This design comes from an exercise in tuning for small area, a short achievable clock period and few clock cycles per item on the open sky130 flow, not from production work. Function was checked by simulation only, so behaviour that the tests miss may differ from the original. No activity file was given, so power comes from the tool's default toggle rates.

[design.v]
module zx36_exec (
    input  wire        clk,
    input  wire        rst,
    input  wire        in_valid,
    output wire        in_ready,
    input  wire        in_dalu,
    input  wire [5:0]  in_fn,
    input  wire [71:0] in_a,
    input  wire [71:0] in_b,
    input  wire [3:0]  in_flags,
    input  wire        in_sat,
    output reg         out_valid,
    output wire [71:0] out_result,
    output wire [3:0]  out_flags,
    output reg         out_wr,
    output reg         out_ill
);
    localparam FZ = 0, FN = 1, FC = 2, FV = 3;
    localparam [35:0] MIN36 = 36'h800000000;
    localparam [35:0] MAX36 = 36'h7FFFFFFFF;
    wire       ia = !in_dalu;
    wire [5:0] fn = in_fn;
    wire i_add   = ia & (fn == 6'd0);
    wire i_adc   = ia & (fn == 6'd1);
    wire i_sub   = ia & (fn == 6'd2);
    wire i_sbc   = ia & (fn == 6'd3);
    wire i_cmp   = ia & (fn == 6'd4);
    wire i_and   = ia & (fn == 6'd5);
    wire i_or    = ia & (fn == 6'd6);
    wire i_xor   = ia & (fn == 6'd7);
    wire i_andn  = ia & (fn == 6'd8);
    wire i_tst   = ia & (fn == 6'd9);
    wire i_shl   = ia & (fn == 6'd10);
    wire i_shr   = ia & (fn == 6'd11);
    wire i_sar   = ia & (fn == 6'd12);
    wire i_rol   = ia & (fn == 6'd13);
    wire i_mul   = ia & (fn == 6'd14);
    wire i_mulh  = ia & (fn == 6'd15);
    wire i_mulhu = ia & (fn == 6'd16);
    wire i_div   = ia & (fn == 6'd17);
    wire i_divu  = ia & (fn == 6'd18);
    wire i_rem   = ia & (fn == 6'd19);
    wire i_min   = ia & (fn == 6'd20);
    wire i_max   = ia & (fn == 6'd21);
    wire i_minu  = ia & (fn == 6'd22);
    wire i_maxu  = ia & (fn == 6'd23);
    wire i_qadd  = ia & (fn == 6'd24);
    wire i_qsub  = ia & (fn == 6'd25);
    wire i_qmul  = ia & (fn == 6'd26);
    wire i_neg   = ia & (fn == 6'd27);
    wire i_not   = ia & (fn == 6'd28);
    wire i_abs   = ia & (fn == 6'd29);
    wire i_mov   = ia & (fn == 6'd30);
    wire i_exth  = ia & (fn == 6'd31);
    wire i_exthu = ia & (fn == 6'd32);
    wire i_swaph = ia & (fn == 6'd33);
    wire i_dadd  = in_dalu & (fn == 6'd0);
    wire i_dsub  = in_dalu & (fn == 6'd1);
    wire i_dcmp  = in_dalu & (fn == 6'd2);
    wire i_dneg  = in_dalu & (fn == 6'd3);
    wire i_dmul  = in_dalu & (fn == 6'd4);
    wire i_dmulu = in_dalu & (fn == 6'd5);
    wire i_ill   = ia ? (fn > 6'd33) : (fn > 6'd5);
    wire i_isdiv = i_div | i_divu | i_rem;
    wire i_ismul = i_mul | i_mulh | i_mulhu | i_qmul | i_dmul | i_dmulu;
    wire i_msgn  = i_mul | i_mulh | i_qmul | i_dmul;
    wire i_dsgn  = i_div | i_rem;
    wire i_sh    = i_shl | i_shr | i_sar;
    wire i_mm    = i_min | i_max | i_minu | i_maxu;
    wire [5:0] i_s = in_b[5:0];
    wire i_sbig  = (i_s > 6'd36);
    wire i_szero = (i_s == 6'd0);
    wire i_w0    = i_add | i_adc | i_sub | i_sbc | i_cmp | i_neg | i_abs | i_mul | i_rem |
                   i_qadd | i_qsub;
    wire i_w72   = i_dadd | i_dsub | i_dcmp | i_dneg | i_dmul | i_dmulu;
    wire i_whi   = i_mulh | i_mulhu | i_div | i_divu;
    function [17:0] booth6;      
        input [12:0] w;          
        integer d;
        reg y0, y1, y2;
        begin
            for (d = 0; d < 6; d = d + 1) begin
                y0 = w[2*d]; y1 = w[2*d+1]; y2 = w[2*d+2];
                booth6[d]      = y0 ^ y1;
                booth6[6 + d]  = (y2 & ~y1 & ~y0) | (~y2 & y1 & y0);
                booth6[12 + d] = y2;
            end
        end
    endfunction
    reg        v1;           
    reg        busy;         
    reg [71:0] a1;
    reg [71:0] b1;
    reg [3:0]  f1;
    reg        sat1;
    reg k_ill, k_wr, k_wide;
    reg s_w0, s_w72, s_whi, s_qm;  
    reg k_qas;               
    reg k_mm, mm_s, mm_max;  
    reg k_lg;                
    reg [3:0] lg_t;          
    reg lg_ext, lg_exts;     
    reg k_rot;               
    reg k_sh, sh_l, sh_sar, sh_big;
    reg [5:0] ramt;          
    reg k_mul, m_sgn, k_qmul;
    reg k_div, d_rem, d_sdiv, d_aneg, d_bneg, d_b0;
    reg xinv_lo, xinv_hi, xen_hi, yen_lo, yen_hi, yinv_lo, yinv_hi, y36, acin;
    reg fc_keep, fc_add, fc_sub, fc_dadd, fc_dsub, fc_sh;
    reg fv_keep, fv_36, fv_72, fv_mul, fv_div;
    reg [5:0]  cnt;
    reg        dph0, dph1;   
    reg [1:0]  ms_x, mc_x;   
    reg        mfirst;       
    reg [11:0] lo_s, lo_c;   
    reg        mcy;          
    reg [17:0] bsel;         
    reg rdy;
    assign in_ready = rdy;
    wire [36:0] mx = {m_sgn & a1[35], a1[35:0]};
    wire        mlast = (cnt[1:0] == 2'd2);
    wire        m_xr = mlast & ~m_sgn & b1[11];
    reg [49:0] ppr [0:5];
    reg [49:0] pp0, pp1, pp2, pp3, pp4, pp5, pp6;
    integer j;
    always @* begin
        for (j = 0; j < 6; j = j + 1) begin : booth
            reg [37:0] mag, r;
            mag = ({38{bsel[j]}} & {mx[36], mx}) | ({38{bsel[6+j]}} & {mx, 1'b0});
            r = mag ^ {38{bsel[12+j]}};
            ppr[j] = {11'd0, 1'b1, ~r[37], r[36:0]} << (2*j);
        end
        pp0 = ppr[0];
        pp1 = ppr[1] | {49'd0, bsel[12]};
        pp2 = ppr[2] | {47'd0, bsel[13], 2'd0};
        pp3 = ppr[3] | {45'd0, bsel[14], 4'd0};
        pp4 = ppr[4] | {43'd0, bsel[15], 6'd0};
        pp5 = ppr[5] | {41'd0, bsel[16], 8'd0};
        pp6 = {1'b0, {37{m_xr}} & mx, 1'b0, bsel[17], 10'd0};
    end
    function [99:0] csa;
        input [49:0] x, y, z;
        reg [49:0] s, c;
        begin
            s = x ^ y ^ z;
            c = (x & y) | (x & z) | (y & z);
            csa = {c[48:0], 1'b0, s};
        end
    endfunction
    wire [37:0] acc_s = mfirst ? {1'b1, 2'b00, k_qmul, 34'd0} : {ms_x, a1[71:36]};
    wire [37:0] acc_c = {mc_x, b1[71:36]} & {38{~mfirst}};
    wire [99:0] l1a = csa({12'd0, acc_s}, {12'd0, acc_c}, pp0);
    wire [99:0] l1b = csa(pp1, pp2, pp3);
    wire [99:0] l1c = csa(pp4, pp5, pp6);
    wire [99:0] l2a = csa(l1a[49:0], l1a[99:50], l1b[49:0]);
    wire [99:0] l2b = csa(l1b[99:50], l1c[49:0], l1c[99:50]);
    wire [99:0] l3  = csa(l2a[49:0], l2a[99:50], l2b[49:0]);
    wire [99:0] l4  = csa(l3[49:0], l3[99:50], l2b[99:50]);
    wire [49:0] m_s = l4[49:0];
    wire [49:0] m_c = l4[99:50];
    wire [12:0] m_g = {1'b0, lo_s} + {1'b0, lo_c} + {12'd0, mcy};
    wire [36:0] dt    = {a1[35:0], a1[71]};
    wire [37:0] dtr   = {1'b0, dt} + {2'b11, b1[35:0]} + {37'd0, ~d_bneg};
    wire        dq    = !dtr[37];
    wire [35:0] dnr   = dq ? dtr[35:0] : dt[35:0];
    function [5:0] lzc36;
        input [35:0] v;
        reg [8:0]  nz;
        reg [17:0] lz2;
        reg [3:0]  g;
        reg [3:0]  hi;
        reg [1:0]  lo;
        integer i;
        begin
            for (i = 0; i < 9; i = i + 1) begin
                g = v[35-4*i -: 4];
                nz[i] = |g;
                lz2[2*i +: 2] = g[3] ? 2'd0 : g[2] ? 2'd1 : g[1] ? 2'd2 : 2'd3;
            end
            hi = nz[0] ? 4'd0 : nz[1] ? 4'd1 : nz[2] ? 4'd2 : nz[3] ? 4'd3 :
                 nz[4] ? 4'd4 : nz[5] ? 4'd5 : nz[6] ? 4'd6 : nz[7] ? 4'd7 : 4'd8;
            lo = lz2[2*hi +: 2];
            lzc36 = (nz == 9'd0) ? 6'd36 : {hi, lo};
        end
    endfunction
    wire [5:0] lza_r = lzc36(a1[35:0] ^ {36{d_aneg}});
    wire [5:0] lza_e = (d_aneg && lza_r != 6'd0) ? lza_r - 6'd1 : lza_r;
    wire [5:0] lzb_r = lzc36(b1[35:0] ^ {36{d_bneg}});
    wire [5:0] lzb_e = (d_bneg && lzb_r == 6'd36) ? 6'd35 : lzb_r;
    wire       qzero = d_b0 | (cnt < ramt);
    wire [5:0] dn    = cnt - ramt + 6'd1;      
    wire [5:0] s0    = 6'd35 + ramt - cnt;
    wire        d_qneg = d_aneg ^ d_bneg;
    wire [72:0] ax = {1'b0, (a1[71:36] & {36{xen_hi}}) ^ {36{xinv_hi}}, a1[35:0] ^ {36{xinv_lo}}};
    wire [72:0] ay = {1'b0, ((b1[71:36] & {36{yen_hi}}) ^ {36{yinv_hi}}) | {35'd0, y36},
                            (b1[35:0] & {36{yen_lo}}) ^ {36{yinv_lo}}};
    wire [73:0] asum_c = {ax, 1'b1} + {ay, acin};
    wire [72:0] asum = asum_c[73:1];
    wire c35 = asum[35] ^ ax[35] ^ ay[35];
    wire c36 = asum[36] ^ ax[36] ^ ay[36];
    wire v36 = (ax[35] == ay[35]) && (asum[35] != ax[35]);
    wire v72 = (ax[71] == ay[71]) && (asum[71] != ax[71]);
    wire [71:0] zp = ax[71:0] ^ ay[71:0];
    wire [71:0] zo = ax[71:0] | ay[71:0];
    wire [71:0] zk = zp ~^ {zo[70:0], acin};      
    wire z_lo  = &zk[35:0];                       
    wire z_h37 = &zk[71:37];                      
    wire z_all = z_lo & zk[36] & z_h37;           
    wire z_hi  = z_h37 & (zp[36] == c36);         
    wire [36:0] mv_p = zp[71:35];
    wire [36:0] mv_g = ax[71:35] & ay[71:35];
    wire [36:0] mv_o = zo[71:35];
    wire mv_z = &zk[71:36];
    wire mv_1 = &(~mv_p[36:1] ~^ (mv_g[35:0] | (mv_o[35:0] & ~mv_p[35:0])));
    wire mul_v = ~((mv_z & (mv_p[0] == c35)) | (mv_1 & (mv_p[0] != c35)));
    reg  qm_ovf_r;
    wire qm_ovf = mfirst ? ((a1[35:0] == MIN36) && (b1[35:0] == MIN36)) : qm_ovf_r;
    wire qm_tie = (asum[34:24] == 11'd0) && (a1[23:0] == 24'd0);
    wire z_qm   = &zk[70:37] & (zp[36] == c36) & (~(zp[35] ^ c35) | qm_tie);
    wire [5:0] amt = dph1 ? (qzero ? 6'd36 : s0) : ramt;
    reg [35:0] rot;
    always @* begin
        rot = a1[35:0];
        if (amt[0]) rot = {rot[34:0], rot[35]};
        if (amt[1]) rot = {rot[33:0], rot[35:34]};
        if (amt[2]) rot = {rot[31:0], rot[35:32]};
        if (amt[3]) rot = {rot[27:0], rot[35:28]};
        if (amt[4]) rot = {rot[19:0], rot[35:20]};
        if (amt[5]) rot = {rot[3:0], rot[35:4]};
    end
    reg [35:0] therm;        
    integer k;
    always @* begin
        for (k = 0; k < 36; k = k + 1) therm[k] = (amt > k);
    end
    wire        a35 = a1[35];
    wire [35:0] shres = sh_l ? (rot & ~therm)
                             : ((rot & therm) | ({36{sh_sar & a35}} & ~therm));
    wire        shc = sh_big ? (sh_sar & a35) : sh_l ? rot[0] : rot[35];
    wire lt_u = a1[35:0] < b1[35:0];
    wire lt_s = lt_u ^ a1[35] ^ b1[35];
    wire mm_a = mm_max ^ (mm_s ? lt_s : lt_u);
    reg  [35:0] lg;
    always @* begin
        for (k = 0; k < 36; k = k + 1) lg[k] = lg_t[{a1[k], b1[k]}];
        if (lg_ext) lg[35:18] = {18{lg_exts & a1[17]}};
    end
    wire [35:0] q_c = {1'b0, ax[34:0]} + {1'b0, ay[34:0]} + {35'd0, acin};
    wire q_sat = k_qas & sat1 & (ax[35] == ay[35]) & (q_c[35] != ax[35]);
    wire [35:0] er = ({36{q_sat}} & {a35, {35{~a35}}}) | ({36{k_lg}} & lg) | ({36{k_rot}} & rot) | ({36{k_sh}} & shres) |
                     ({36{k_mm & mm_a}} & a1[35:0]) | ({36{k_mm & ~mm_a}} & b1[35:0]) |
                     ({36{k_qmul & qm_ovf & sat1}} & MAX36);
    wire        s_qmr = s_qm & ~(qm_ovf & sat1);
    wire [71:0] res;
    assign res[35:0]  = er | ({36{(s_w0 & ~q_sat) | s_w72}} & asum[35:0]) | ({36{s_whi}} & asum[71:36]) |
                        ({36{s_qmr}} & {asum[70:36], asum[35] & ~qm_tie});
    assign res[71:36] = {36{s_w72}} & asum[71:36];
    wire z_er  = (er == 36'd0);
    wire z_f = (z_er & ~((s_w0 & ~q_sat) | s_w72 | s_whi | s_qmr)) | (s_w0 & z_lo & ~q_sat) |
               (s_w72 & z_all) | (s_whi & z_hi) | (s_qmr & z_qm);
    wire n_f = k_wide ? asum[71] : res[35];
    wire c_f = (fc_keep & f1[FC]) | (fc_add & asum[36]) | (fc_sub & ~asum[36]) |
               (fc_dadd & asum[72]) | (fc_dsub & ~asum[72]) | (fc_sh & shc);
    wire v_f = (fv_keep & f1[FV]) | (fv_36 & v36) | (fv_72 & v72) | (fv_mul & mul_v) |
               (k_qmul & qm_ovf) | (fv_div & (d_b0 | (d_sdiv & ~d_qneg & a1[71])));
    reg  [71:0] out_r;
    reg  [3:0]  out_fl;
    assign out_result = out_r;
    assign out_flags  = out_fl;
    always @(posedge clk) begin
        if (rst) begin
            v1 <= 1'b0;
            busy <= 1'b0;
            rdy <= 1'b1;
            out_valid <= 1'b0;
        end else begin
            if (!busy) begin
                v1 <= in_valid;
                busy <= in_valid & (i_ismul | i_isdiv);
                rdy <= ~(in_valid & (i_ismul | i_isdiv));
            end else if (k_mul ? mlast : (dph1 ? qzero : (!dph0 && cnt == 6'd1))) begin
                busy <= 1'b0;
                rdy <= 1'b1;
            end
            out_valid <= v1 & ~busy;
        end
        out_r    <= res;
        out_fl   <= k_ill ? f1 : {v_f, c_f, n_f, z_f};
        out_wr   <= k_wr;
        out_ill  <= k_ill;
        if (!busy) begin
            a1   <= in_a;
            b1   <= in_b;
            f1   <= in_flags;
            sat1 <= in_sat;
            k_ill   <= i_ill;
            k_wr    <= ~(i_ill | i_cmp | i_tst | i_dcmp);
            k_wide  <= in_dalu & ~i_ill;
            s_w0    <= i_w0;
            s_w72   <= i_w72;
            s_whi   <= i_whi;
            s_qm    <= i_qmul;
            k_qas   <= i_qadd | i_qsub;
            k_mm    <= i_mm;
            mm_s    <= i_min | i_max;
            mm_max  <= i_max | i_maxu;
            k_lg    <= i_and | i_tst | i_or | i_xor | i_andn | i_not | i_mov | i_exth | i_exthu;
            lg_t    <= (i_and | i_tst) ? 4'b1000 : i_or ? 4'b1110 : i_xor ? 4'b0110 :
                       i_andn ? 4'b0100 : i_not ? 4'b0011 : 4'b1100;
            lg_ext  <= i_exth | i_exthu;
            lg_exts <= i_exth;
            k_rot   <= i_rol | i_swaph;
            k_sh    <= i_sh;
            sh_l    <= i_shl;
            sh_sar  <= i_sar;
            sh_big  <= i_sbig;
            ramt    <= i_swaph ? 6'd18 :
                       (i_shr | i_sar) ? (i_sbig ? 6'd0 : 6'd36 - i_s) : i_s;
            k_mul   <= i_ismul;
            m_sgn   <= i_msgn;
            k_qmul  <= i_qmul;
            k_div   <= i_isdiv;
            d_rem   <= i_rem;
            d_sdiv  <= i_div;
            d_aneg  <= i_dsgn & in_a[35];
            d_bneg  <= i_dsgn & in_b[35];
            xinv_lo <= i_neg | i_dneg | (i_abs & in_a[35]) | (i_dsgn & in_a[35]);
            xinv_hi <= i_dneg;
            xen_hi  <= in_dalu;
            yen_lo  <= ~(i_neg | i_abs | i_dneg | i_isdiv);
            yen_hi  <= in_dalu & ~i_dneg;
            yinv_lo <= i_sub | i_sbc | i_cmp | i_mm | i_qsub | i_dsub | i_dcmp;
            yinv_hi <= i_dsub | i_dcmp;
            y36     <= 1'b0;
            acin    <= i_adc ? in_flags[FC] : i_sbc ? ~in_flags[FC] :
                       (i_abs | i_dsgn) ? in_a[35] :
                       (i_sub | i_cmp | i_mm | i_qsub | i_neg | i_dsub | i_dcmp | i_dneg);
            fc_add  <= i_add | i_adc;
            fc_sub  <= i_sub | i_sbc | i_cmp | i_neg;
            fc_dadd <= i_dadd;
            fc_dsub <= i_dsub | i_dcmp | i_dneg;
            fc_sh   <= i_sh & ~i_szero;
            fc_keep <= ~(i_add | i_adc | i_sub | i_sbc | i_cmp | i_neg | i_dadd | i_dsub |
                         i_dcmp | i_dneg | (i_sh & ~i_szero));
            fv_36   <= i_add | i_adc | i_sub | i_sbc | i_cmp | i_neg | i_abs | i_qadd | i_qsub;
            fv_72   <= i_dadd | i_dsub | i_dcmp | i_dneg;
            fv_mul  <= i_mul;
            fv_div  <= i_isdiv;
            fv_keep <= ~(i_add | i_adc | i_sub | i_sbc | i_cmp | i_neg | i_abs | i_qadd |
                         i_qsub | i_dadd | i_dsub | i_dcmp | i_dneg | i_mul | i_qmul |
                         i_isdiv | i_dmul | i_dmulu);
            cnt    <= 6'd0;
            dph0   <= 1'b1;
            dph1   <= 1'b0;
            mfirst <= 1'b1;
            lo_s   <= 12'd0;
            lo_c   <= 12'd0;
            mcy    <= 1'b0;
            bsel   <= booth6({in_b[11:0], 1'b0});
        end else if (k_mul) begin
            cnt    <= cnt + 6'd1;
            ms_x   <= m_s[49:48];
            mc_x   <= m_c[49:48];
            mfirst <= 1'b0;
            if (mfirst) qm_ovf_r <= qm_ovf;
            lo_s   <= m_s[11:0];
            lo_c   <= m_c[11:0];
            mcy    <= m_g[12];
            bsel   <= booth6({b1[23:12], b1[11]});
            if (mlast) begin
                xinv_lo <= 1'b0; xinv_hi <= 1'b0; xen_hi <= 1'b1;
                yen_lo <= 1'b1; yen_hi <= 1'b1; yinv_lo <= 1'b0; yinv_hi <= 1'b0;
                acin <= m_g[12];
                a1 <= {m_s[47:0], m_g[11:0], b1[35:24]};
                b1 <= {m_c[47:0], {24{m_g[12]}}};
            end else begin
                a1[71:36] <= m_s[47:12];
                b1 <= {m_c[47:12], m_g[11:0], b1[35:12]};
            end
        end else begin
            dph0 <= 1'b0;
            dph1 <= dph0;
            if (dph0) begin
                a1[35:0] <= asum[35:0];
                b1[35:0] <= b1[35:0] ^ {36{~d_bneg}};
                d_b0     <= (lzb_r == 6'd36) & ~d_bneg;
                ramt     <= lza_e;
                cnt      <= lzb_e;
            end else if (dph1) begin
                a1  <= {rot & ~therm, rot & therm};
                cnt <= dn;
                xinv_lo <= d_rem & d_aneg; acin <= d_rem & d_aneg;
                xinv_hi <= ~d_rem & d_qneg; y36 <= ~d_rem & d_qneg; xen_hi <= 1'b1;
            end else begin
                cnt <= cnt - 6'd1;
                a1  <= {a1[70:36], dq, dnr};
            end
        end
    end
endmodule
[flow/run.sh]
#!/bin/bash
# Layout flow: the standard flow (standard.sh: standard synthesis,
# floorplan, placement, CTS, routing, finish) with three settings changed:
#  - ABC_AREA=1: ABC's area script for technology mapping;
#  - port buffers are buf_2 cells (every input and output still gets one);
set -euo pipefail
bash standard.sh ABC_AREA=1 SETUP_SLACK_MARGIN=10.35 \
  "BUFFER_PORTS_ARGS=-buffer_cell sky130_fd_sc_hd__buf_2" finish > flow_make.log 2>&1
[standard.sh]
#!/bin/bash
# synth_recipe.tcl (not shown) runs the flow's synth.tcl, then flattens the netlist and writes it again
# the make line also repeats each setting of config.mk as NAME=value (left out here)
make -C /OpenROAD-flow-scripts/flow DESIGN_CONFIG=/design/flow/config.mk WORK_HOME=/design/flow/orfs CLKGATE_MAP_FILE= SYNTH_SCRIPT=/design/flow/synth_recipe.tcl "${@:-finish}"
[config.mk]
export PLATFORM = sky130hd
export DESIGN_NAME = zx36_exec
export DESIGN_NICKNAME = zx36_exec
export VERILOG_FILES = /design/flow/design.v
export SDC_FILE = /design/flow/constraint.sdc
export NUM_CORES = 4
export LEC_CHECK = 0
export CAP_MARGIN = 35
export CORE_MARGIN = 2
export CORE_UTILIZATION = 35
export PLACE_DENSITY = 0.45
export SLEW_MARGIN = 20
[constraint.sdc]
create_clock -name core_clock -period 15.0 [get_ports {clk}]
set_input_delay 3.0000 -clock core_clock [delete_from_list [all_inputs] [get_ports {clk}]]
set_output_delay 3.0000 -clock core_clock [all_outputs]
set_load 0.01 [all_outputs]
==> out/qor.yml, run 1 <==
floorplanning:
  dieArea_sq_um: 142000
  die_y_microns: 377
  io_pins: 239
  die_w_microns: 377
  rows: 136
  initial_utilization: 0.354
  coreArea_sq_um: 138000
yosys:
  synth_edf_count: 227
  synthTopCellsByArea: "edfxtp_1 14%, fa_1 11%, nand2_1 9.0%"
  ys_seq_area_frac: 0.187
  synth_flop_cell: "edfxtp_1"
  yosys_warnings: 2
  ys_ff_latch: 341
  synthTopCellsByCount: "1171 x nand2_1, 982 x inv_1, 595 x nand3_1, 584 x nor2_1"
  synth_cell_type_count: 72
  syn_avg_cell_area_sq_um: 6.99
  syn_area_sq_um: 48800
  synth_area_leader_cell: "edfxtp_1"
  synth_fp_nets: 7716
  yosysTopAreaCellShare: 0.140
  synthCells: 6975
  synth.most_common_cell: "nand2_1"
  async_reset_ff_frac: 0
routing:
  ant_nets: 0
  drc: 0
  drt-wirelength-per-cell_microns: 33.6
  drtIter0Drc: 7153
  drt-pass1-iter-count: 6
  vias_per_cell: 5.98
  num_vias: 53600
  routed_wl_microns: 301000
cells_and_area:
  stdcell_area_sq_um: 56300
  drive_above_1_share: 0.127
  finalNetCount: 7866
  syn_to_final_growth_pct: 15.5
  final_core_util: 0.409
  num-fill-cells: 14800
placed_design:
  postPlaceCellArea_sq_um: 51800
  io_buffers: 238
  place_ws_ps: 9300
  gp_congestion: 1.10
  dp_hpwl_microns: 235000
timing:
  finalSetupViolCount: 0
  fin_skew_ps: 52.1
  fin_ws_ps: 10100
  max_freq_ghz: 0.204
  rsz0062_at_grt: "yes"
  maxSlewHeadroom: 0.324
  setup_tns_ps: 0
  min_period_ps: 4900
  final_max_slew_viol_count: 0
  fin_crit_sh: 0.327
  hold_viol: 0
  tightest_slew_ps: 1000
power:
  p_leak_nw: 26.3
  peakVddDrop_mv: 0.206
  power_density_nw_per_um2: 147
cts:
  htree_num_levels: 2
  clk_pin_slew_worst_paths_ps: 60
  cts_made_buffers: 49
  clock-sinks: 341
  hold_buffers: 0
  cts_tree: "done"
  root_buffer: "clkbuf_16"
  clockBufferDepth: 3
  worstSkewPairLatency_ps: 720
run_status:
  outcome: "timing/DRC/antenna clean"
worst_setup_path:
  cp-end-kind: "flop"
  critPathKind: "reg2reg"
  cp-start-kind: "flop"
  reg2reg_slack_ps: 10100
  cp_max_fo: 9
  arrival_ps: 5470
  cp_data_required_time_ps: 15560
grt:
  grt_first_pass_wirelength_microns: 406000
  gr-total-overflow: 0
  antenna_found_initial: 33
  grt_start_max_net_pins: 69
  grt.total_usage: 0.409
  grt_pass1_vias: 50500
hold_path:
  hold_class: "reg2reg"
run:
  drv_cap: 0
## cells in the final DEF (no fill, tap or decap), types with 227 or more instances in the layout
master       n
buf_2      243
nand3_1    574
xor2_1     422
nor2_1     562
edfxtp_1   227
a21oi_1    424
o21ai_0    343
buf_4      229
ha_1       290
nand2_1   1153
inv_1      945
fa_1       255
## critical path, stage by stage, from the launching register on
cell and delay (ps):
edfxtp_1 540, buf_4 240, buf_4 200, nor2_1 230, nand4_1 180, nor4_1 600
nand4_1 430, nand2_1 410, nand3_1 470, nand2_4 360, inv_12 60, buf_4 150
o2111ai_1 100, inv_1 160, nand2_1 260, nor2_1 90, nand3_1 90, nor2_1 40
nand2_1 60, a21oi_1 50
## worst paths after layout
path / startpoint / to / cells past startpoint
setup / recovery: b1[22] / out_fl[0] / 19
hold / removal: k_wr / out_wr / 0
setup reg to reg: b1[22] / out_fl[0] / 19
hold reg to reg: k_wr / out_wr / 0
## through the flow
step           total power, mW  hold slack [ps]  cells
5_1_grt                   8.70              356   8960
3_5_place_dp              6.54              343   8733
2_1_floorplan             4.15              323   6975
6_report                  8.29              353   8969
3_3_place_gp              6.55              328   8718
4_1_cts                   7.97              355   8896
## state kept, by name, summed over array words and instances, names as in the netlist, 6 cells and up
| signal | count |
|---|---|
| a1 | 72 |
| b1 | 72 |
| bsel | 18 |
| cnt | 6 |
| lo_c | 9 |
| lo_s | 12 |
| out_r | 72 |
| ramt | 6 |
## final cells by class
cell class,instances,area [sq um],area share
Antenna cell,9,22.5,0.000400
Clock buffer,63,1440,0.0255
Clock inverter,29,367,0.00651
Inverter,1020,4010,0.0712
Multi-Input combinational cell,5173,35000,0.621
Sequential cell,341,9110,0.162
Tap cell,1794,2240,0.0398
Timing Repair Buffer,539,4120,0.0732
Timing Repair inverter,1,8.76,0.000155
## kinds of logic (layout without fill, tap and decap cells)
family                     count (synthesis)  after routing  share of synthesized area
other                                      1             10                  0.0000769
and+or+nand+nor                         2567           2567                      0.225
xor gates and xnor gates                 583            583                      0.105
AOI/OAI and AO/OA                       1440           1440                      0.179
DFF                                      341            341                      0.187
buffers and inverters                   1461           1652                      0.116
adders and majority gates                582            582                      0.189
## repair_timing
item | in CTS | in global routing
setup buffers | 70 | 55
cloned | 1 | 6
setup endpoints to repair | 159 | 89
resized for setup | 133 | 212
pin swaps | 4 | 17
## power breakdown
part	total (mW)	internal, mW	switching (mW)
clock network	1.36	0.773	0.588
registers	1.22	1.11	0.105
logic	5.71	1.85	3.86
total	8.29	3.74	4.55
## layer usage
| metal | up-vias | GRT usage | part of all wire | wire length (microns) |
|---|---|---|---|---|
| met4 | 20 | 0.238 | 0.070 | 21100 |
| li1 | 23500 | - | - | - |
| met5 | - | 0 | 0.00045 | 137 |
| met3 | 642 | 0.115 | 0.11 | 34300 |
| met1 | 26200 | 0.539 | 0.41 | 122000 |
| met2 | 3255 | 0.594 | 0.41 | 123000 |
Testbench counts, summed over its fixed seeds: cycles 35,435, items 16,000.
==> run 2: changes to the inputs <==
--- a/flow/run.sh
+++ b/flow/run.sh
@@ -4,5 +4,5 @@
 #  - ABC_AREA=1: ABC's area script for technology mapping;
 #  - port buffers are buf_2 cells (every input and output still gets one);
 set -euo pipefail
-bash standard.sh ABC_AREA=1 SETUP_SLACK_MARGIN=10.35 \
+bash standard.sh ABC_AREA=1 SETUP_SLACK_MARGIN=10.5 CORE_UTILIZATION=45 \
   "BUFFER_PORTS_ARGS=-buffer_cell sky130_fd_sc_hd__buf_2" finish > flow_make.log 2>&1
==> run 2 against run 1 <==
Effect of this change: still clean on timing, DRC and antenna; clock-buffer cell count down 1; critical path type unchanged; design area down 0.10%; flip-flop and latch count stayed put; critical path depth decreased by 6; die area is 22% lower; via count rose by 2.5%; worst hold slack improved by 95 ps; worst setup slack gained 310 ps; clock power is 9.6% lower; combinational power down 2%; maximum frequency is 6.7% higher.
==> out/qor.yml, run 2 <==
run_status:
  outcome: "timing/DRC/antenna clean"
power:
  switching_share: 0.545  # -0.00414
  peakVddDrop_mv: 0.250  # +22%
  p_sw_mw: 4.37  # -4.0%
  p_seq_frac: 0.152  # +0.005
  internal-power_mw: 3.65  # -2.4%
  pwr-share-clk: 0.154  # -0.010
  p_leak_nw: 26.4  # +0.27%
  power_density_nw_per_um2: 142  # -3.2%
  power_frac_comb: 0.695  # +0.006
grt:
  grt_first_pass_wirelength_microns: 381000  # -6.1%
  antenna_found_initial: 12  # -64%
  grt.total_usage: 0.483  # +0.0738
  grt_start_max_net_pins: 83  # +20%
  gr-total-overflow: 0  # unchanged
  grt_pass1_vias: 50700  # +0.31%
worst_setup_path:
  cp_data_required_time_ps: 15490  # -70 ps
  crit_slowest_cell: "xnor2_1"
  reg2reg_slack_ps: 10400  # +310 ps
  r2r-end: "out_r[22]"
  crit_top_cell: "nand2_1"
  arrival_ps: 5090  # -380 ps
  cp-end-kind: "flop"
  slowest_delay_ps: 730  # +130 ps
  worst-path-buf-inv: 3  # -2
  cp-start-kind: "flop"
  r2r-start: "xen_hi"
  critPathKind: "reg2reg"
  critPathTopFamily: "compound AO/OA/AOI/OAI gates"
  reg2regPathDepth: 13  # -6
  crit_chain: "clkbuf_8 > nand2_1 > xor2_2 > inv_1 > fa_1 > a21oi_1 > inv_1 > a21oi_1 > nand2_1 > a221oi_1 > nand2_1 > xnor2_1 > o221ai_1"
  cp_max_fo: 36  # +27
yosys:
  synth_flop_cell: "edfxtp_1"
  synth-simple-area-share: 0.225  # unchanged
  synth_area_leader_cell: "edfxtp_1"
  ys_seq_area_frac: 0.187  # unchanged
  syn_avg_cell_area_sq_um: 6.99  # unchanged
  syn_area_sq_um: 48800  # unchanged
  synthTopCellsByCount: "1171 x nand2_1, 982 x inv_1, 595 x nand3_1, 584 x nor2_1"
  synthCells: 6975  # unchanged
  async_reset_ff_frac: 0  # unchanged
  synth_compound_area_frac: 0.179  # unchanged
  synthMuxAreaShare: 0  # unchanged
  yosys_warnings: 2  # unchanged
  yosysTopAreaCellShare: 0.140  # unchanged
  synth_edf_count: 227  # unchanged
  ys_ff_latch: 341  # unchanged
  synthXorXnorAreaFrac: 0.105  # unchanged
  synthTopCellsByArea: "edfxtp_1 14%, fa_1 11%, nand2_1 9.0%"
  synthAdderAreaFrac: 0.189  # unchanged
  synth_cell_type_count: 72  # unchanged
  synth.most_common_cell: "nand2_1"
  synth_top_family_by_area: "simple AND/OR/NAND/NOR gates"
  synth_fp_nets: 7716  # unchanged
timing:
  min_period_ps: 4600  # -307 ps
  final_max_slew_viol_count: 0  # unchanged
  finalSetupViolCount: 0  # unchanged
  hold_viol: 0  # unchanged
  rsz0062_at_grt: "yes"
  max_freq_ghz: 0.217  # +6.7%
  setup_tns_ps: 0  # unchanged
  fin_skew_ps: 43.6  # -8.53 ps
  maxSlewHeadroom: 0.284  # -0.0402
  tightest_slew_ps: 1070  # +63.2 ps
  timing.hold.ws_ps: 447  # +94.8 ps
  fin_crit_sh: 0.307  # -0.0205
routing:
  drtIter0Drc: 8806  # +23%
  ant_nets: 0  # unchanged
  drc: 0  # unchanged
  vias_per_cell: 6.39  # +6.9%
  drt-wirelength-per-cell_microns: 32.6  # -2.8%
  num_vias: 55000  # +2.5%
  routed_wl_microns: 281000  # -6.8%
  drt-pass1-iter-count: 12  # +6
floorplanning:
  coreArea_sq_um: 107000  # -22%
  die_y_microns: 333  # -12%
  io_pins: 239  # unchanged
  dieArea_sq_um: 111000  # -22%
  die_w_microns: 333  # -12%
  rows: 120  # -12%
  initial_utilization: 0.454  # +0.100
cts:
  clk_pin_slew_worst_paths_ps: 70  # about the same
  htree_num_levels: 2  # unchanged
  clock-sinks: 341  # unchanged
  hold_buffers: 0  # unchanged
  cts_tree: "done"
  cts_made_buffers: 45  # -8.2%
  clockBufferDepth: 3  # unchanged
  worstSkewPairLatency_ps: 690  # -30 ps
  root_buffer: "clkbuf_16"
placed_design:
  io_buffers: 238  # unchanged
  gp_congestion: 1.11  # +1.4%
  dp_hpwl_microns: 217000  # -7.5%
hold_path:
  worstHoldStart: "f1[1]"
  hold_class: "reg2reg"
  worstHoldEndpoint: "out_fl[1]"
  whs_path_depth: 2  # +2
run:
  drv_cap: 0  # unchanged
cells_and_area:
  final_cell_mix: "1148 x nand2_1, 931 x inv_1, 558 x nor2_1, 552 x nand3_1, 423 x a21oi_1"
  final_core_util: 0.524  # +0.115
  final_common_cell: "nand2_1"
  syn_to_final_growth_pct: 15.4
  finalNetCount: 7892  # +0.33%
  drive_above_1_share: 0.137  # +0.0105
  top_regs: "a1: 72 flops, b1: 72 flops, out_r: 72 flops"
==> run 2: worst reg2reg max path: stages (launching register included) <==
cell and delay, ps:
edfxtp_1 350, clkbuf_8 290, nand2_1 260, xor2_2 340, inv_1 170, fa_1 570
a21oi_1 410, inv_1 100, a21oi_1 340, nand2_1 170, a221oi_1 270, nand2_1 190
xnor2_1 740, o221ai_1 230
==> run 2: area by class of cell <==
type / instances / area (sq um)
fill: 10800 / 51100
tap: 1403 / 1760
timing repair inverter: 2 / 21.3
multi-input combinational: 5174 / 35200
antenna: 9 / 22.5
clock inverter: 22 / 270
timing repair buffer: 567 / 4400
sequential: 341 / 9110
inverter: 1020 / 4080
clock buffer: 62 / 1360
==> run 2: routing by layer <==
layer / GRT usage / routed length, microns
met1: 0.608 / 104000
met2: 0.683 / 111000
met3: 0.182 / 40800
met4: 0.324 / 24000
met5: 0.00217 / 193
==> run 2: what timing repair did <==
action	in CTS	in global routing
buffers inserted	67	102
resized for setup	129	296
setup endpoints to repair	177	108
cloned	1	8
pin swaps	3	24
==> run 2: cell families after synthesis <==
kind of cell / after synthesis
compound gates: 1440
other cells: 1
simple gates: 2567
flops: 341
buf+inv: 1461
fa+ha+maj: 582
xor+xnor: 583
==> run 2: metrics by stage <==
| step | area (sq um) | power, mW | std cells | setup WS (ps) |
|---|---|---|---|---|
| finish | 56300 | 8.02 | 8600 | 10400 |
| global route | 56200 | 8.35 | 8591 | 10410 |
| CTS | 54000 | 7.59 | 8480 | 10450 |
| global placement | 51000 | 6.22 | 8313 | 9410 |
| detailed placement | 51200 | 6.28 | 8328 | 9510 |
| floorplan | 48800 | 4.15 | 6975 | 10540 |
==> run 2: power groups by stage <==
stage	clock [mW]	combinational [mW]	sequential, mW
finish	1.23	5.57	1.21
detailed placement	0	5.04	1.24
CTS	1.24	5.14	1.21
global route	1.26	5.88	1.22
global placement	0	4.98	1.24
floorplan	0	2.96	1.20
==> run 2: how the worst max path moves through the flow <==
stage	end	start	cells past startpoint
2_1_floorplan	ramt[4]	in_fn[5]	10
3_3_place_gp	xinv_lo	in_dalu	10
3_5_place_dp	xinv_lo	in_dalu	10
4_1_cts	out_fl[0]	ramt[1]	22
5_1_grt	out_r[31]	xen_hi	16
6_report	out_r[22]	xen_hi	13
==> run 3: changes to the inputs <==
--- a/flow/run.sh
+++ b/flow/run.sh
@@ -4,5 +4,5 @@
 #  - ABC_AREA=1: ABC's area script for technology mapping;
 #  - port buffers are buf_2 cells (every input and output still gets one);
 set -euo pipefail
-bash standard.sh ABC_AREA=1 SETUP_SLACK_MARGIN=10.5 CORE_UTILIZATION=45 \
+bash standard.sh ABC_AREA=1 SETUP_SLACK_MARGIN=10.5 CORE_UTILIZATION=50 \
   "BUFFER_PORTS_ARGS=-buffer_cell sky130_fd_sc_hd__buf_2" finish > flow_make.log 2>&1
==> run 3 against run 2 <==
Effect of this change: still clean on timing, DRC and antenna; register-to-register slack lost 100 ps; core utilization grew 6.2 points; power grew 1.4%; final cell count shrank 0.87%; synthesized area is the same; flip-flop and latch count is the same; global-route usage grew 5.6 points; combinational power grew 3%; critical path type unchanged; critical endpoint is now a1[33]; largest power group unchanged.
==> out/qor.yml, run 3 <==
yosys:
  synth.most_common_cell: "nand2_1"
  synthTopCellsByArea: "edfxtp_1 14%, fa_1 11%, nand2_1 9.0%"
  synthXorXnorAreaFrac: 0.105  # unchanged
  yosys_warnings: 2  # unchanged
  synth-simple-area-share: 0.225  # unchanged
  synth_cell_type_count: 72  # unchanged
  synth_flop_cell: "edfxtp_1"
  ys_ff_latch: 341  # unchanged
  synth_fp_nets: 7716  # unchanged
  synth_edf_count: 227  # unchanged
  yosysTopAreaCellShare: 0.140  # unchanged
  syn_area_sq_um: 48800  # unchanged
  syn_avg_cell_area_sq_um: 6.99  # unchanged
  synth_compound_area_frac: 0.179  # unchanged
  synth_area_leader_cell: "edfxtp_1"
  synthAdderAreaFrac: 0.189  # unchanged
  synth_top_family_by_area: "simple AND/OR/NAND/NOR gates"
  synthCells: 6975  # unchanged
  synthTopCellsByCount: "1171 x nand2_1, 982 x inv_1, 595 x nand3_1, 584 x nor2_1"
  synthMuxAreaShare: 0  # unchanged
  ys_seq_area_frac: 0.187  # unchanged
  async_reset_ff_frac: 0  # unchanged
cells_and_area:
  drive_above_1_share: 0.142  # +0.00464
  final_cell_mix: "1142 x nand2_1, 941 x inv_1, 565 x nand3_1, 557 x nor2_1, 417 x a21oi_1"
  top_regs: "a1: 72 flops, b1: 72 flops, out_r: 72 flops"
  finalNetCount: 7934  # +0.53%
  regArea_sq_um: 9110  # about the same
  fin_cells: 8525  # -0.87%
  syn_to_final_growth_pct: 16.2
  num-fill-cells: 8887  # -18%
  final_common_cell: "nand2_1"
  multiInputGateArea_sq_um: 35400  # +0.45%
power:
  p_seq_frac: 0.151  # about the same
  internal-power_mw: 3.66  # +0.28%
  switching_share: 0.550  # +0.00496
  p_total_mw: 8.13  # +1.4%
  power_frac_comb: 0.704  # +0.009
  p_leak_nw: 26.8  # +1.4%
  power_density_nw_per_um2: 143  # +0.64%
  peakVddDrop_mv: 0.217  # -13%
  p_sw_mw: 4.47  # +2.3%
  pwr-share-clk: 0.145  # -0.009
timing:
  fin_skew_ps: 25.4  # -18.2 ps
  setup_tns_ps: 0  # unchanged
  min_period_ps: 4700  # +103 ps
  max_freq_ghz: 0.213  # -2.2%
  hold_viol: 0  # unchanged
  fin_crit_sh: 0.313  # +0.00684
  rsz0062_at_grt: "yes"
  finalSetupViolCount: 0  # unchanged
  tightest_slew_ps: 1110  # +44.0 ps
  maxSlewHeadroom: 0.257  # -0.0268
  final_max_slew_viol_count: 0  # unchanged
grt:
  grt_pass1_vias: 52000  # +2.6%
  antenna_found_initial: 31  # +19
  grt.total_usage: 0.539  # +0.0564
  grt_first_pass_wirelength_microns: 381000  # -0.19%
  grt_start_max_net_pins: 81  # -2.4%
  gr-total-overflow: 0  # unchanged
routing:
  drtIter0Drc: 10500  # +20%
  num_vias: 57200  # +4.0%
  drt-wirelength-per-cell_microns: 33.3  # +1.9%
  routed_wl_microns: 284000  # +1.0%
  vias_per_cell: 6.71  # +4.9%
  ant_nets: 0  # unchanged
  drc: 0  # unchanged
  drt-pass1-iter-count: 10  # -2
cts:
  htree_num_levels: 2  # unchanged
  root_buffer: "clkbuf_16"
  clockBufferDepth: 3  # unchanged
  worstSkewPairLatency_ps: 680  # about the same
  cts_tree: "done"
  hold_buffers: 0  # unchanged
  clk_pin_slew_worst_paths_ps: 70  # about the same
  clock-sinks: 341  # unchanged
  cts_made_buffers: 45  # unchanged
hold_path:
  worstHoldEndpoint: "out_wr"
  hold_class: "reg2reg"
  worstHoldStart: "k_wr"
  whs_path_depth: 0  # -2
worst_setup_path:
  reg2reg_slack_ps: 10300  # -100 ps
  cp-start-kind: "flop"
  reg2regPathDepth: 13  # unchanged
  r2r-end: "a1[33]"
  cp-end-kind: "flop"
  critPathKind: "reg2reg"
  cp_data_required_time_ps: 15500  # about the same
  r2r-start: "a1[2]"
  arrival_ps: 5210  # +120 ps
  cp_max_fo: 12  # -67%
floorplanning:
  die_w_microns: 316  # -5.1%
  die_y_microns: 316  # -5.1%
  initial_utilization: 0.504  # +0.0500
  io_pins: 239  # unchanged
  coreArea_sq_um: 96700  # -9.9%
  rows: 114  # -5.0%
  dieArea_sq_um: 100000  # -9.9%
placed_design:
  dp_hpwl_microns: 212000  # -2.6%
  io_buffers: 238  # unchanged
  gp_congestion: 1.12  # +1.1%
  placed_cells: 8188  # -1.7%
run:
  drv_cap: 0  # unchanged
run_status:
  outcome: "timing/DRC/antenna clean"
[run 3: changes by cell type in the layout (fill, tap and decap cells not counted), sizes merged]
cell / before / now
buf: 558 / 597
inv: 955 / 983
clkinvlp: 46 / 33
diode: 9 / 21
clkinv: 40 / 32
clkbuf: 70 / 63
bufinv: 3 / 4
[run 3: cells by family (layout without fill, tap and decap cells)]
logic type | after synthesis | after routing
other cells | 1 | 22
simple gates | 2567 | 2568
buf+inv | 1461 | 1713
flops | 341 | 341
xor+xnor | 583 | 583
fa+ha+maj | 582 | 582
compound gates | 1440 | 1440
[run 3: worst max-delay path by stage]
stage	cells past startpoint	startpoint	endpoint	slack [ps]
after floorplan	10	in_fn[5]	ramt[4]	10540
after global placement	10	in_dalu	xinv_lo	9490
after detailed placement	10	in_dalu	xinv_lo	9530
after CTS	10	a1[25]	a1[52]	10500
after global routing	13	a1[2]	a1[33]	10360
final	13	a1[2]	a1[33]	10300
[run 3: worst max-delay path, stage by stage (launching register included)]
cell	delay, ps
edfxtp_1	390
buf_12	210
clkinvlp_4	330
o22ai_1	300
xor2_1	250
fa_1	470
fa_1	570
inv_1	60
fa_1	410
fa_2	650
nand2_4	140
o211ai_1	400
inv_1	150
a21oi_2	180
[run 3: area by class of cell]
cell class | instances | area share
Sequential cell | 341 | 0.161
Inverter | 1020 | 0.0718
Antenna cell | 21 | 0.000927
Multi-Input combinational cell | 5174 | 0.625
Timing Repair inverter | 3 | 0.000397
Timing Repair Buffer | 608 | 0.0865
Clock inverter | 29 | 0.00592
Tap cell | 1276 | 0.0282
Clock buffer | 53 | 0.0209
[run 3: power by group through the flow]
stage               registers (mW)  logic [mW]  clock network, mW
CTS                           1.21        5.11               1.17
global route                  1.23        5.94               1.20
global placement              1.25        4.88                  0
finish                        1.23        5.72               1.18
floorplan                     1.20        2.96                  0
detailed placement            1.25        4.97                  0
[run 3: metrics by stage]
stage          worst slack (ps)  hold slack (ps)   util  instance area, sq um
2_1_floorplan             10540              323      -                 48800
3_3_place_gp               9490              346  0.525                 50700
3_5_place_dp               9530              337  0.527                 51000
4_1_cts                   10500              350  0.557                 53900
5_1_grt                   10360              358  0.586                 56600
6_report                  10300              347  0.586                 56700
[run 3: what timing repair did]
action / CTS / global route
pin swaps: 4 / 41
cloned: 3 / 13
buffers inserted: 81 / 135
gates resized for setup: 145 / 304
setup endpoints to repair: 174 / 101
[run 3: routing by layer]
metal / vias to the layer above / share of wire / track usage
li1: 23600 / - / -
met1: 26600 / 0.34 / 0.635
met2: 5283 / 0.38 / 0.732
met3: 1620 / 0.17 / 0.271
met4: 38 / 0.11 / 0.429
met5: - / 0.0030 / 0.0298
==> run 4: changes to the inputs <==
--- a/design.v
+++ b/design.v
@@ -74,16 +74,16 @@
                    i_qadd | i_qsub;
     wire i_w72   = i_dadd | i_dsub | i_dcmp | i_dneg | i_dmul | i_dmulu;
     wire i_whi   = i_mulh | i_mulhu | i_div | i_divu;
-    function [17:0] booth6;      
-        input [12:0] w;          
+    function [26:0] booth9;      
+        input [18:0] w;          
         integer d;
         reg y0, y1, y2;
         begin
-            for (d = 0; d < 6; d = d + 1) begin
+            for (d = 0; d < 9; d = d + 1) begin
                 y0 = w[2*d]; y1 = w[2*d+1]; y2 = w[2*d+2];
-                booth6[d]      = y0 ^ y1;
-                booth6[6 + d]  = (y2 & ~y1 & ~y0) | (~y2 & y1 & y0);
-                booth6[12 + d] = y2;
+                booth9[d]      = y0 ^ y1;
+                booth9[9 + d]  = (y2 & ~y1 & ~y0) | (~y2 & y1 & y0);
+                booth9[18 + d] = y2;
             end
         end
     endfunction
@@ -112,53 +112,53 @@
     reg        dph0, dph1;   
     reg [1:0]  ms_x, mc_x;   
     reg        mfirst;       
-    reg [11:0] lo_s, lo_c;   
+    reg [17:0] lo_s, lo_c;   
     reg        mcy;          
-    reg [17:0] bsel;         
+    reg [26:0] bsel;         
     reg rdy;
     assign in_ready = rdy;
     wire [36:0] mx = {m_sgn & a1[35], a1[35:0]};
-    wire        mlast = (cnt[1:0] == 2'd2);
-    wire        m_xr = mlast & ~m_sgn & b1[11];
-    reg [49:0] ppr [0:5];
-    reg [49:0] pp0, pp1, pp2, pp3, pp4, pp5, pp6;
+    wire        mlast = (cnt[1:0] == 2'd1);
+    wire        m_xr = mlast & ~m_sgn & b1[17];
+    reg [55:0] ppr [0:8];
+    reg [55:0] pp [0:9];
     integer j;
     always @* begin
-        for (j = 0; j < 6; j = j + 1) begin : booth
+        for (j = 0; j < 9; j = j + 1) begin : booth
             reg [37:0] mag, r;
-            mag = ({38{bsel[j]}} & {mx[36], mx}) | ({38{bsel[6+j]}} & {mx, 1'b0});
-            r = mag ^ {38{bsel[12+j]}};
-            ppr[j] = {11'd0, 1'b1, ~r[37], r[36:0]} << (2*j);
+            mag = ({38{bsel[j]}} & {mx[36], mx}) | ({38{bsel[9+j]}} & {mx, 1'b0});
+            r = mag ^ {38{bsel[18+j]}};
+            ppr[j] = {17'd0, 1'b1, ~r[37], r[36:0]} << (2*j);
         end
-        pp0 = ppr[0];
-        pp1 = ppr[1] | {49'd0, bsel[12]};
-        pp2 = ppr[2] | {47'd0, bsel[13], 2'd0};
-        pp3 = ppr[3] | {45'd0, bsel[14], 4'd0};
-        pp4 = ppr[4] | {43'd0, bsel[15], 6'd0};
-        pp5 = ppr[5] | {41'd0, bsel[16], 8'd0};
-        pp6 = {1'b0, {37{m_xr}} & mx, 1'b0, bsel[17], 10'd0};
+        pp[0] = ppr[0];
+        for (j = 1; j < 9; j = j + 1)
+            pp[j] = ppr[j] | ({55'd0, bsel[18+j-1]} << (2*j-2));
+        pp[9] = {1'b0, {37{m_xr}} & mx, 1'b0, bsel[26], 16'd0};
     end
-    function [99:0] csa;
-        input [49:0] x, y, z;
-        reg [49:0] s, c;
+    function [111:0] csa;
+        input [55:0] x, y, z;
+        reg [55:0] s, c;
         begin
             s = x ^ y ^ z;
             c = (x & y) | (x & z) | (y & z);
-            csa = {c[48:0], 1'b0, s};
+            csa = {c[54:0], 1'b0, s};
         end
     endfunction
     wire [37:0] acc_s = mfirst ? {1'b1, 2'b00, k_qmul, 34'd0} : {ms_x, a1[71:36]};
     wire [37:0] acc_c = {mc_x, b1[71:36]} & {38{~mfirst}};
-    wire [99:0] l1a = csa({12'd0, acc_s}, {12'd0, acc_c}, pp0);
-    wire [99:0] l1b = csa(pp1, pp2, pp3);
-    wire [99:0] l1c = csa(pp4, pp5, pp6);
-    wire [99:0] l2a = csa(l1a[49:0], l1a[99:50], l1b[49:0]);
-    wire [99:0] l2b = csa(l1b[99:50], l1c[49:0], l1c[99:50]);
-    wire [99:0] l3  = csa(l2a[49:0], l2a[99:50], l2b[49:0]);
-    wire [99:0] l4  = csa(l3[49:0], l3[99:50], l2b[99:50]);
-    wire [49:0] m_s = l4[49:0];
-    wire [49:0] m_c = l4[99:50];
-    wire [12:0] m_g = {1'b0, lo_s} + {1'b0, lo_c} + {12'd0, mcy};
+    wire [111:0] l1a = csa({18'd0, acc_s}, {18'd0, acc_c}, pp[0]);
+    wire [111:0] l1b = csa(pp[1], pp[2], pp[3]);
+    wire [111:0] l1c = csa(pp[4], pp[5], pp[6]);
+    wire [111:0] l1d = csa(pp[7], pp[8], pp[9]);
+    wire [111:0] l2a = csa(l1a[55:0], l1a[111:56], l1b[55:0]);
+    wire [111:0] l2b = csa(l1b[111:56], l1c[55:0], l1c[111:56]);
+    wire [111:0] l3a = csa(l2a[55:0], l2a[111:56], l2b[55:0]);
+    wire [111:0] l3b = csa(l2b[111:56], l1d[55:0], l1d[111:56]);
+    wire [111:0] l4  = csa(l3a[55:0], l3a[111:56], l3b[55:0]);
+    wire [111:0] l5  = csa(l4[55:0], l4[111:56], l3b[111:56]);
+    wire [55:0] m_s = l5[55:0];
+    wire [55:0] m_c = l5[111:56];
+    wire [18:0] m_g = {1'b0, lo_s} + {1'b0, lo_c} + {18'd0, mcy};
     wire [36:0] dt    = {a1[35:0], a1[71]};
     wire [37:0] dtr   = {1'b0, dt} + {2'b11, b1[35:0]} + {37'd0, ~d_bneg};
     wire        dq    = !dtr[37];
@@ -215,7 +215,7 @@
     wire mul_v = ~((mv_z & (mv_p[0] == c35)) | (mv_1 & (mv_p[0] != c35)));
     reg  qm_ovf_r;
     wire qm_ovf = mfirst ? ((a1[35:0] == MIN36) && (b1[35:0] == MIN36)) : qm_ovf_r;
-    wire qm_tie = (asum[34:24] == 11'd0) && (a1[23:0] == 24'd0);
+    wire qm_tie = (asum[34:18] == 17'd0) && (a1[17:0] == 18'd0);
     wire z_qm   = &zk[70:37] & (zp[36] == c36) & (~(zp[35] ^ c35) | qm_tie);
     wire [5:0] amt = dph1 ? (qzero ? 6'd36 : s0) : ramt;
     reg [35:0] rot;
@@ -353,29 +353,29 @@
             dph0   <= 1'b1;
             dph1   <= 1'b0;
             mfirst <= 1'b1;
-            lo_s   <= 12'd0;
-            lo_c   <= 12'd0;
+            lo_s   <= 18'd0;
+            lo_c   <= 18'd0;
             mcy    <= 1'b0;
-            bsel   <= booth6({in_b[11:0], 1'b0});
+            bsel   <= booth9({in_b[17:0], 1'b0});
         end else if (k_mul) begin
             cnt    <= cnt + 6'd1;
-            ms_x   <= m_s[49:48];
-            mc_x   <= m_c[49:48];
+            ms_x   <= m_s[55:54];
+            mc_x   <= m_c[55:54];
             mfirst <= 1'b0;
             if (mfirst) qm_ovf_r <= qm_ovf;
-            lo_s   <= m_s[11:0];
-            lo_c   <= m_c[11:0];
-            mcy    <= m_g[12];
-            bsel   <= booth6({b1[23:12], b1[11]});
+            lo_s   <= m_s[17:0];
+            lo_c   <= m_c[17:0];
+            mcy    <= m_g[18];
+            bsel   <= booth9({b1[35:18], b1[17]});
             if (mlast) begin
                 xinv_lo <= 1'b0; xinv_hi <= 1'b0; xen_hi <= 1'b1;
                 yen_lo <= 1'b1; yen_hi <= 1'b1; yinv_lo <= 1'b0; yinv_hi <= 1'b0;
-                acin <= m_g[12];
-                a1 <= {m_s[47:0], m_g[11:0], b1[35:24]};
-                b1 <= {m_c[47:0], {24{m_g[12]}}};
+                acin <= m_g[18];
+                a1 <= {m_s[53:0], m_g[17:0]};
+                b1 <= {m_c[53:0], {18{m_g[18]}}};
             end else begin
-                a1[71:36] <= m_s[47:12];
-                b1 <= {m_c[47:12], m_g[11:0], b1[35:12]};
+                a1[71:36] <= m_s[53:18];
+                b1 <= {m_c[53:18], m_g[17:0], b1[35:18]};
             end
         end else begin
             dph0 <= 1'b0;
--- a/flow/run.sh
+++ b/flow/run.sh
@@ -4,5 +4,5 @@
 #  - ABC_AREA=1: ABC's area script for technology mapping;
 #  - port buffers are buf_2 cells (every input and output still gets one);
 set -euo pipefail
-bash standard.sh ABC_AREA=1 SETUP_SLACK_MARGIN=10.5 CORE_UTILIZATION=50 \
+bash standard.sh ABC_AREA=1 SETUP_SLACK_MARGIN=10.5 \
   "BUFFER_PORTS_ARGS=-buffer_cell sky130_fd_sc_hd__buf_2" finish > flow_make.log 2>&1
==> run 4 against run 3 <==
Effect of this change: still clean on timing, DRC and antenna; clock-buffer cell count up 9; clock power up 8%; design area up 19%; register-to-register slack worse by 90 ps; wire length up 26%; critical path depth up 8; synthesized area up 13%; worst hold slack worse by 4.4 ps; maximum frequency down 1.9%; sequential power up 4%; critical path type unchanged; critical endpoint is now out_fl[0].
==> out/qor.yml, run 4 <==
run_status:
  outcome: "timing/DRC/antenna clean"
yosys:
  synth.most_common_cell: "nand2_1"
  synthTopCellsByCount: "1201 x nand2_1, 1142 x inv_1, 605 x nand3_1, 586 x nor2_1, 578 x xor2_1"
  synthCells: 7767  # +11%
  synth_flop_cell: "edfxtp_1"
  yosys_warnings: 3  # +1
  synth_cell_type_count: 78  # +8.3%
  synth_fp_nets: 8646  # +12%
  yosysTopAreaCellShare: 0.133  # -0.00717
  synth_edf_count: 236  # +4.0%
  syn_area_sq_um: 55300  # +13%
  synth_area_leader_cell: "fa_1"
  synthTopCellsByArea: "fa_1 13%, edfxtp_1 13%, xor2_1 9.2%"
  ys_ff_latch: 361  # +5.9%
  syn_avg_cell_area_sq_um: 7.11  # +1.7%
  async_reset_ff_frac: 0  # unchanged
  ys_seq_area_frac: 0.174  # -0.0130
cells_and_area:
  final_common_cell: "nand2_1"
  final_cell_mix: "1167 x nand2_1, 1042 x inv_1, 557 x nor2_1, 543 x nand3_1, 528 x xor2_1"
  top_regs: "a1: 72 flops, b1: 72 flops, out_r: 72 flops"
  drive_above_1_share: 0.184  # +0.0424
  finalNetCount: 8918  # +12%
  syn_to_final_growth_pct: 22.4
worst_setup_path:
  cp_data_required_time_ps: 15540  # +40 ps
  critPathTopFamily: "simple AND/OR/NAND/NOR gates"
  critPathKind: "reg2reg"
  worst-path-buf-inv: 4  # unchanged
  slowest_delay_ps: 460  # -190 ps
  crit_slowest_cell: "inv_1"
  arrival_ps: 5340  # +130 ps
  cp-start-kind: "flop"
  cp-end-kind: "flop"
  crit_top_cell: "nand2_1"
  crit_chain: "buf_12 > buf_4 > inv_1 > nand2_1 > nor4_1 > nand4_1 > nor2_1 > nand3_1 > nand2_1 > nand3_2 > nand2_8 > nor2_1 > nand4_1 > inv_1 > nand2_1 > nor2_1 > and2_0 > nand2_1 > nor2_1 > nand2_1 > a21oi_1"
  cp_max_fo: 27  # +15
routing:
  drt-met1-wl_microns: 139000  # +45%
  drt-wirelength-per-cell_microns: 35.2  # +5.7%
  drtIter0Drc: 7965  # -24%
  drt-pass1-iter-count: 7  # -3
  routed_wl_microns: 357000  # +26%
  num_vias: 60900  # +6.6%
  route.met2.wl_microns: 145000  # +35%
  drc: 0  # unchanged
  ant_nets: 0  # unchanged
  dr_wl_met3_microns: 42600  # -12%
  top_layer: "met5"
  vias_per_cell: 6.00  # -10%
grt:
  grt_start_max_net_pins: 104  # +28%
  antenna_found_initial: 38  # +23%
  grt_first_pass_wirelength_microns: 475000  # +25%
  gr-total-overflow: 0  # unchanged
  grt.total_usage: 0.423  # -0.116
  grt_pass1_vias: 57400  # +10%
timing:
  hold_viol: 0  # unchanged
  max_freq_ghz: 0.209  # -1.9%
  maxSlewHeadroom: 0.294  # +0.0367
  tightest_slew_ps: 1050  # -56.5 ps
  timing.hold.ws_ps: 343  # -4.45 ps
  fin_skew_ps: 40.5  # +15.2 ps
  min_period_ps: 4790  # +92.2 ps
  final_max_slew_viol_count: 0  # unchanged
  setup_tns_ps: 0  # unchanged
  fin_crit_sh: 0.320  # +0.00615
  finalSetupViolCount: 0  # unchanged
  rsz0062_at_grt: "yes"
power:
  peakVddDrop_mv: 0.365  # +68%
  power_density_nw_per_um2: 197  # +37%
  p_total_mw: 13.3  # +64%
  p_leak_nw: 31.2  # +17%
floorplanning:
  coreArea_sq_um: 157000  # +62%
  io_pins: 239  # unchanged
  rows: 145  # +27%
  dieArea_sq_um: 161000  # +61%
  initial_utilization: 0.353  # -0.151
  die_w_microns: 401  # +27%
  die_y_microns: 401  # +27%
hold_path:
  hold_class: "reg2reg"
cts:
  cts_tree: "done"
  cts_made_buffers: 49  # +8.9%
  clock-sinks: 361  # +5.9%
  htree_num_levels: 2  # unchanged
  clk_pin_slew_worst_paths_ps: 60  # about the same
  hold_buffers: 0  # unchanged
  clockBufferDepth: 3  # unchanged
  worstSkewPairLatency_ps: 680  # about the same
  root_buffer: "clkbuf_16"
run:
  drv_cap: 0  # unchanged
placed_design:
  gp_congestion: 1.08  # -3.9%
  dp_hpwl_microns: 268000  # +27%
  io_buffers: 238  # unchanged
==> run 4: worst paths after layout <==
kind	start	to	slack, ps	cells after the start
setup reg to reg	b1[34]	out_fl[0]	10210	21
setup / recovery	b1[34]	out_fl[0]	10210	21
hold reg to reg	k_wr	out_wr	340	0
hold / removal	k_wr	out_wr	340	0
==> run 4: what timing repair did <==
action / 4_1_cts / 5_1_grt
cloned: 21 / 13
resized for setup: 540 / 438
pin swaps: 117 / 182
endpoints found under the setup margin: 217 / 137
setup buffers: 189 / 79
==> run 4: area by class of cell <==
cell class / count / area, sq um
Antenna cell: 14 / 35.0
Inverter: 1200 / 4810
Tap cell: 2058 / 2570
Fill cell: 16300 / 88900
Clock inverter: 29 / 262
Timing Repair inverter: 5 / 38.8
Clock buffer: 62 / 1380
Multi-Input combinational cell: 5674 / 41800
Timing Repair Buffer: 748 / 7100
Sequential cell: 361 / 9600
==> run 4: cells by family after synthesis <==
group / synth area share
AND/OR/NAND/NOR: 0.205
buffers and inverters: 0.121
AO/OA/AOI/OAI: 0.175
adder cells (fa/ha/maj): 0.213
XOR/XNOR: 0.113
flip-flops: 0.174
other: 0.0000679
==> run 4: routing by layer <==
layer,vias to the layer above,global-route usage
li1,26200,-
met1,29800,0.540
met2,3980,0.608
met3,991,0.137
met4,30,0.279
met5,-,0
==> run 4: stage by stage <==
stage	instance area, sq um	std cells	util	setup slack [ps]
finish	67600	10200	0.432	10210
floorplan	55400	7767	-	10500
global route	67600	10100	0.432	10220
global placement	58300	9713	0.373	9070
detailed placement	58800	9738	0.375	9200
CTS	64700	10000	0.413	10310
==> run 4: power by group <==
part           total (mW)  switching [mW]  internal [mW]
clock network        1.27           0.564          0.708
registers            1.28          0.0994           1.18
logic                10.8            6.92           3.86
Testbench counts of run 4, summed over its fixed seeds: cycles 32,543, items 16,000.
==> run 5: changes to the inputs <==
--- a/flow/run.sh
+++ b/flow/run.sh
@@ -4,5 +4,5 @@
 #  - ABC_AREA=1: ABC's area script for technology mapping;
 #  - port buffers are buf_2 cells (every input and output still gets one);
 set -euo pipefail
-bash standard.sh ABC_AREA=1 SETUP_SLACK_MARGIN=10.5 \
+bash standard.sh ABC_AREA=1 SETUP_SLACK_MARGIN=10 \
   "BUFFER_PORTS_ARGS=-buffer_cell sky130_fd_sc_hd__buf_2" finish > flow_make.log 2>&1
==> run 5 against run 4 <==
Effect of this change: critical path depth rose by 2; sequential power barely moved; clock-buffer cell count grew 4; flip-flop and latch count stayed put; synthesized cell count unchanged; highest routed layer unchanged; worst setup slack got worse by 390 ps; design area down 7.8%; clock skew increased by 21 ps; still clean; die area unchanged; critical endpoint unchanged; largest power group unchanged; non-clock buffer count decreased by 207; power down 7.9%.
==> out/qor.yml, run 5 <==
run_status:
  outcome: "timing/DRC/antenna clean"
cells_and_area:
  final_common_cell: "nand2_1"
  fin_cells: 9943  # -2.0%
  final_cell_mix: "1195 x nand2_1, 1133 x inv_1, 583 x nand3_1, 578 x nor2_1, 573 x xor2_1"
  final_core_util: 0.398  # -0.0339
  top_regs: "a1: 72 flops, b1: 72 flops, out_r: 72 flops"
  finalNetCount: 8709  # -2.3%
  num-fill-cells: 16800  # +2.7%
floorplanning:
  coreArea_sq_um: 157000  # unchanged
  io_pins: 239  # unchanged
  die_y_microns: 401  # unchanged
  initial_utilization: 0.353  # unchanged
  rows: 145  # unchanged
timing:
  min_period_ps: 5180  # +390 ps
  maxSlewHeadroom: 0.245  # -0.0491
  hold_viol: 0  # unchanged
  max_freq_ghz: 0.193  # -7.5%
  final_max_slew_viol_count: 0  # unchanged
  fin_skew_ps: 61.9  # +21.4 ps
  timing.hold.ws_ps: 354  # +11.8 ps
  rsz0062_at_grt: "yes"
  finalSetupViolCount: 0  # unchanged
yosys:
  synth_area_leader_cell: "fa_1"
  ys_ff_latch: 361  # unchanged
  synth_flop_cell: "edfxtp_1"
  synthTopCellsByCount: "1201 x nand2_1, 1142 x inv_1, 605 x nand3_1, 586 x nor2_1, 578 x xor2_1"
  synth.most_common_cell: "nand2_1"
  synth_cell_type_count: 78  # unchanged
  synthCells: 7767  # unchanged
  synth_fp_nets: 8646  # unchanged
  async_reset_ff_frac: 0  # unchanged
  syn_avg_cell_area_sq_um: 7.11  # unchanged
  yosysTopAreaCellShare: 0.133  # unchanged
  yosys_warnings: 3  # unchanged
  synthTopCellsByArea: "fa_1 13%, edfxtp_1 13%, xor2_1 9.2%"
  synth_edf_count: 236  # unchanged
  syn_area_sq_um: 55300  # unchanged
power:
  power_density_nw_per_um2: 197  # -0.11%
  p_total_mw: 12.3  # -7.9%
  p_leak_nw: 29.4  # -5.9%
  peakVddDrop_mv: 0.426  # +17%
cts:
  clk_pin_slew_worst_paths_ps: 60  # about the same
  clockBufferDepth: 3  # unchanged
  cts_made_buffers: 50  # +2.0%
  htree_num_levels: 2  # unchanged
  clock-sinks: 361  # unchanged
  cts_tree: "done"
  worstSkewPairLatency_ps: 690  # about the same
  root_buffer: "clkbuf_16"
grt:
  grt_util_met1: 0.548  # +0.00836
  use_met3: 0.112  # -0.0250
  gr-total-overflow: 0  # unchanged
  antenna_found_initial: 44  # +16%
  grt.total_usage: 0.412  # -0.0113
  use_met2: 0.601  # -0.00753
routing:
  drt-pass1-iter-count: 7  # unchanged
  drtIter0Drc: 8264  # +3.8%
  drt-wirelength-per-cell_microns: 34.6  # -1.8%
  drc: 0  # unchanged
worst_setup_path:
  cp_max_fo: 14  # -48%
  crit_slowest_cell: "o21ai_0"
  crit_top_cell: "nand2_1"
  crit_chain: "buf_4 > inv_1 > ha_1 > nand2_1 > o21ai_0 > a21oi_1 > nand2_1 > nand2_1 > nand4_1 > nand3_2 > inv_1 > buf_4 > nand2_1 > nand3_1 > inv_1 > nand2_1 > nor2_1 > nand2_1 > nor2_1 > nand2_1 > nor2_1 > nand2_1 > a21oi_1"
  cp-end-kind: "flop"
  critPathTopFamily: "simple AND/OR/NAND/NOR gates"
  cp_data_required_time_ps: 15540  # about the same
hold_path:
  hold_class: "reg2reg"
placed_design:
  placed_cells: 9743  # +0.051%
  dp_hpwl_microns: 272000  # +1.4%
  gp_congestion: 1.08  # +0.25%
run:
  drv_cap: 0  # unchanged
==> run 5: cell count changes in the layout (fill, tap and decap cells not counted), moves of 28 or more <==
| cell | previous run | this run |
|---|---|---|
| nand3_1 | 543 | 583 |
| nand2_1 | 1167 | 1195 |
| o22ai_1 | 249 | 338 |
| buf_4 | 327 | 215 |
| inv_2 | 78 | 15 |
| o22ai_2 | 62 | 0 |
| nand3_2 | 57 | 28 |
| xor2_1 | 528 | 573 |
| xor2_2 | 50 | 5 |
| inv_1 | 1042 | 1133 |
| fa_2 | 68 | 7 |
| buf_12 | 92 | 35 |
| fa_1 | 298 | 359 |
==> run 5: final timing paths <==
check | to | slack [ps] | cells past startpoint | startpoint
setup / recovery | out_fl[0] | 9820 | 23 | b1[15]
hold reg to reg | out_wr | 350 | 0 | k_wr
hold / removal | out_wr | 350 | 0 | k_wr
setup reg to reg | out_fl[0] | 9820 | 23 | b1[15]
==> run 5: report_power, final <==
group | total (mW) | internal [mW] | switching, mW
sequential | 1.29 | 1.18 | 0.110
clock | 1.25 | 0.706 | 0.544
combinational | 9.73 | 3.22 | 6.50
==> run 5: cell type report <==
cell class              count  area, sq um  share of cell area
multi-input cells        5675        39600               0.635
repair buffers            541         4290              0.0689
well taps                2058         2570              0.0413
diodes                     14         35.0            0.000562
clock buffers              66         1430              0.0229
repair inverters            1         7.51            0.000120
clock inverters            27          221             0.00355
flip-flops and latches    361         9600               0.154
inverters                1200         4590              0.0736
==> run 5: cell families (layout without fill, tap and decap cells) <==
| logic type | after synthesis | count (layout) | synth area share |
|---|---|---|---|
| buf+inv | 1733 | 1835 | 0.121 |
| xor+xnor | 712 | 712 | 0.113 |
| compound gates | 1601 | 1601 | 0.175 |
| fa+ha+maj | 720 | 720 | 0.213 |
| simple gates | 2639 | 2641 | 0.205 |
| other cells | 1 | 15 | 0.0000679 |
| flops | 361 | 361 | 0.174 |
==> run 5: routing by layer <==
metal  share of wire  up-vias  wire, microns
li1                -    25800              -
met4           0.069       14          23600
met5         0.00029        -             98
met2            0.41     3550         142000
met1            0.41    29100         140000
met3            0.11      772          38300
==> run 5: stage by stage <==
stage          cell area (sq um)  setup slack, ps
2_1_floorplan              55300            10150
3_3_place_gp               58400             8670
3_5_place_dp               58700             8970
4_1_cts                    61100             9810
5_1_grt                    62300             9860
6_report                   62300             9820
==> run 5: what timing repair did <==
item,in CTS,in global routing
endpoints found under the hold margin,0,0
hold buffers,0,0
pin swaps,2,11
setup buffers,39,45
gates cloned,1,6
resized for setup,99,154
setup endpoints to repair,168,100

Re-timed with assumed drivers on the ports (clkbuf_16 on the clock, buf_2 on other inputs), run 5 has 9.818 ns of setup slack against 9.818 ns with ideal ports, and 9.269 ns once port delays also move by the mid clock arrival of 0.748 ns.
